What follows belongs to an exercise in optimizing a design on an open flow for small area, a short achievable clock period and few clock cycles per item; a production flow would make more cautious choices. The RTL was checked by simulation tests, not by an equivalence proof against the original design.

Design sward_pixel_backend, start of the top module:
module sward_pixel_backend (
    input  wire        clk,
    input  wire        rst,           
    input  wire        in_valid,
    output wire        in_ready,
    input  wire [3:0]  l_en,
    input  wire [63:0] l_lin,
    input  wire [63:0] l_alpha,
    input  wire [31:0] l_opacity,
    input  wire [11:0] l_blend,
    input  wire [15:0] stamp_t,
    input  wire [15:0] calword,
    input  wire [15:0] gov_g,
    input  wire [3:0]  frame,
    input  wire [1:0]  px_x,
    input  wire [1:0]  px_y,
    input  wire [1:0]  dither_mode,
    output wire        out_valid,
    input  wire        out_ready,
    output wire [7:0]  h_code,
    output wire [7:0]  l_code,
    output wire        clamp
);
    localparam NS  = 12;            
    localparam CAP = NS + 2;        
    localparam QD  = CAP - 1;       
    reg        rdy_r;
    reg  [4:0] cnt;
    reg        ov_r;
    wire       acc  = in_valid & rdy_r & ~rst;
    wire       take = ov_r & out_ready;
    wire [4:0] cnt_p = cnt + 5'd1;
    wire [4:0] cnt_m = cnt - 5'd1;
    wire       up    = acc & ~take;
    wire       dn    = take & ~acc;
  ...
Size: roughly 14,000 cells after synthesis, roughly 260 I/O pins.
Settings: LEC_CHECK=0, CAP_MARGIN=20, CORE_MARGIN=2, CORE_UTILIZATION=60, PLACE_DENSITY=0.75, SLEW_MARGIN=20; clock period 25.0 ns.
standard.sh (not shown) runs the stock make flow with config.mk's settings and CLKGATE_MAP_FILE= SYNTH_SCRIPT=/design/flow/synth_recipe.tcl, a recipe that flattens the netlist after the stock synthesis.
==> flow/flow/run.sh <==
#!/bin/bash
set -euo pipefail
bash standard.sh SETUP_SLACK_MARGIN=18.5 finish > make_finish.log 2>&1
Testbench counts at the start, summed over its fixed seeds: cycles 6,504, items 6,400.
Change:
--- a/flow/design.v
+++ b/flow/design.v
@@ -716,25 +716,27 @@
     input  wire [15:0] d,
     input  wire [15:0] x,
     input  wire        cz,
     input  wire [1:0]  sel,
     output reg  [15:0] d_out
 );
-    wire [15:0] h  = n[31:16];
-    wire        cy = (n[15:0] > ~h);
-    wire [15:0] c  = cz ? x : 16'd0;
-    wire [16:0] yc = {h, cy} + {c, cy};
-    wire [15:0] y  = yc[16:1];
-    wire [16:0] ad = {1'b0, d} + {1'b0, x};
-    wire        lt = (d < x);
+    wire [15:0] h   = n[31:16];
+    wire        cy  = (n[15:0] > ~h);
+    wire        add = (sel == 2'd3);
+    wire [15:0] ua  = add ? d : h;
+    wire [15:0] ub  = (cz | add) ? x : 16'd0;
+    wire        ci  = cy & ~add;
+    wire [17:0] us  = {1'b0, ua, ci} + {1'b0, ub, ci};
+    wire [16:0] sum = us[17:1];
+    wire        lt  = (d < x);
     always @(*) begin
         case (sel)
-            2'd0: d_out = y;
+            2'd0: d_out = sum[15:0];
             2'd1: d_out = lt ? x : d;
             2'd2: d_out = lt ? d : x;
-            default: d_out = ad[16] ? 16'hFFFF : ad[15:0];
+            default: d_out = sum[16] ? 16'hFFFF : sum[15:0];
         endcase
     end
 endmodule
 module sward_pixel_backend (
     input  wire        clk,
     input  wire        rst,           
@@ -886,58 +888,57 @@
         m2_2 <= m2_n[2]; x2_2 <= x2_n[2]; cz2_2 <= cz2_n[2]; sel2_2 <= sel2_n[2];
         m3_2 <= m2_n[3]; x3_2 <= x2_n[3]; cz3_2 <= cz2_n[3]; sel3_2 <= sel2_n[3];
     end
     wire [31:0] n1_n;
     sw_bmul #(.AW(16), .ND(9), .PW(32), .K(32'd32768)) u_a1 (
         .a(m1_2), .an(~m1_2), .e(d1e2), .eb(~d1e2), .p(n1_n));
-    wire [26:0] m2e_n, m2eb_n;
-    sw_benc #(.BW(16)) u_e2 (.m(m2_2), .e(m2e_n), .eb(m2eb_n));
     reg [31:0] n1_3;
-    reg [15:0] d3, x1_3, x2_3, m3_3, x3_3;
-    reg [26:0] m2e3;
+    reg [15:0] d3, x1_3, m2_3, x2_3, m3_3, x3_3;
     reg        cz1_3, cz2_3, cz3_3;
     reg [1:0]  sel1_3, sel2_3, sel3_3;
     always @(posedge clk) begin
         n1_3 <= n1_n; d3 <= d2; x1_3 <= x1_2; cz1_3 <= cz1_2; sel1_3 <= sel1_2;
-        m2e3 <= m2e_n; x2_3 <= x2_2; cz2_3 <= cz2_2; sel2_3 <= sel2_2;
+        m2_3 <= m2_2; x2_3 <= x2_2; cz2_3 <= cz2_2; sel2_3 <= sel2_2;
         m3_3 <= m3_2; x3_3 <= x3_2; cz3_3 <= cz3_2; sel3_3 <= sel3_2;
     end
     wire [15:0] d4_n;
     sward_dstep_b u_b1 (.n(n1_3), .d(d3), .x(x1_3), .cz(cz1_3), .sel(sel1_3), .d_out(d4_n));
+    wire [26:0] m2e_n, m2eb_n;
+    sw_benc #(.BW(16)) u_e2 (.m(m2_3), .e(m2e_n), .eb(m2eb_n));
     reg [15:0] d4, x2_4, m3_4, x3_4;
     reg [26:0] m2e4;
     reg        cz2_4, cz3_4;
     reg [1:0]  sel2_4, sel3_4;
     always @(posedge clk) begin
         d4 <= d4_n;
-        m2e4 <= m2e3; x2_4 <= x2_3; cz2_4 <= cz2_3; sel2_4 <= sel2_3;
+        m2e4 <= m2e_n; x2_4 <= x2_3; cz2_4 <= cz2_3; sel2_4 <= sel2_3;
         m3_4 <= m3_3; x3_4 <= x3_3; cz3_4 <= cz3_3; sel3_4 <= sel3_3;
     end
     wire [31:0] n2_n;
     sw_bmul #(.AW(16), .ND(9), .PW(32), .K(32'd32768)) u_a2 (
         .a(d4), .an(~d4), .e(m2e4), .eb(~m2e4), .p(n2_n));
-    wire [26:0] m3e_n, m3eb_n;
-    sw_benc #(.BW(16)) u_e3 (.m(m3_4), .e(m3e_n), .eb(m3eb_n));
     reg [31:0] n2_5;
     reg [15:0] d5, x2_5, x3_5;
-    reg [26:0] m3e5;
+    reg [15:0] m3_5;
     reg        cz2_5, cz3_5;
     reg [1:0]  sel2_5, sel3_5;
     always @(posedge clk) begin
         n2_5 <= n2_n; d5 <= d4; x2_5 <= x2_4; cz2_5 <= cz2_4; sel2_5 <= sel2_4;
-        m3e5 <= m3e_n; x3_5 <= x3_4; cz3_5 <= cz3_4; sel3_5 <= sel3_4;
+        m3_5 <= m3_4; x3_5 <= x3_4; cz3_5 <= cz3_4; sel3_5 <= sel3_4;
     end
     wire [15:0] d6_n;
     sward_dstep_b u_b2 (.n(n2_5), .d(d5), .x(x2_5), .cz(cz2_5), .sel(sel2_5), .d_out(d6_n));
     reg [15:0] d6, x3_6;
+    wire [26:0] m3e_n, m3eb_n;
+    sw_benc #(.BW(16)) u_e3 (.m(m3_5), .e(m3e_n), .eb(m3eb_n));
     reg [26:0] m3e6;
     reg        cz3_6;
     reg [1:0]  sel3_6;
     always @(posedge clk) begin
         d6 <= d6_n;
-        m3e6 <= m3e5; x3_6 <= x3_5; cz3_6 <= cz3_5; sel3_6 <= sel3_5;
+        m3e6 <= m3e_n; x3_6 <= x3_5; cz3_6 <= cz3_5; sel3_6 <= sel3_5;
     end
     wire [31:0] n3_n;
     sw_bmul #(.AW(16), .ND(9), .PW(32), .K(32'd32768)) u_a3 (
         .a(d6), .an(~d6), .e(m3e6), .eb(~m3e6), .p(n3_n));
     reg [31:0] n3_7;
     reg [15:0] d7, x3_7;
Outcome: Die area shrinks by about 0.34%. Final cell count shrinks by 0.36%. Worst setup slack degrades by 0.065 ns. Routed wire length shrinks by 0.90%. Area after synthesis shrinks by 0.34%. Critical path depth grows by 11. Design area barely changes. First-iteration DRC count grows by 3.6%. Core utilization shrinks by 0.13 points. Non-clock buffer count grows by 33. Flip-flop and latch count shrinks by 18. Clock-buffer cell count grows by 17.
Testbench counts after the change, summed over its fixed seeds: cycles 6,504, items 6,400.

[afterwards: timing with drivers on the ports]
In the flow no input, the clock included, has a driving cell. The finished layouts below were timed again as built, in two steps.
Step 1 sets driving cells, clkbuf_16 on the clock port and buf_2 on the other inputs (assumed; they add their load-dependent delay and slew).
Step 2 adds t to the input delays and takes it off the output delays; t is the mean of the earliest and latest rising clock arrival at the registers after step 1. Input paths then give back, and output paths get back, about the clock's delay inside the block.
a / b / c = no drivers / after step 1 / after step 2; a / b = the first two.
| run | t (ns) | slack for setup (ns) | worst setup path after step 2 |
|---|---|---|---|
| the first run | 0.928 | 18.565 / 18.492 / 17.724 | input to register |
| the second run | 0.951 | 18.501 / 18.486 / 17.723 | input to register |
After both steps setup and hold are still met in every run listed. For the first run, which loses most, drivers alone change the setup slack by -0.073 ns; drivers and shift together by -0.841 ns.
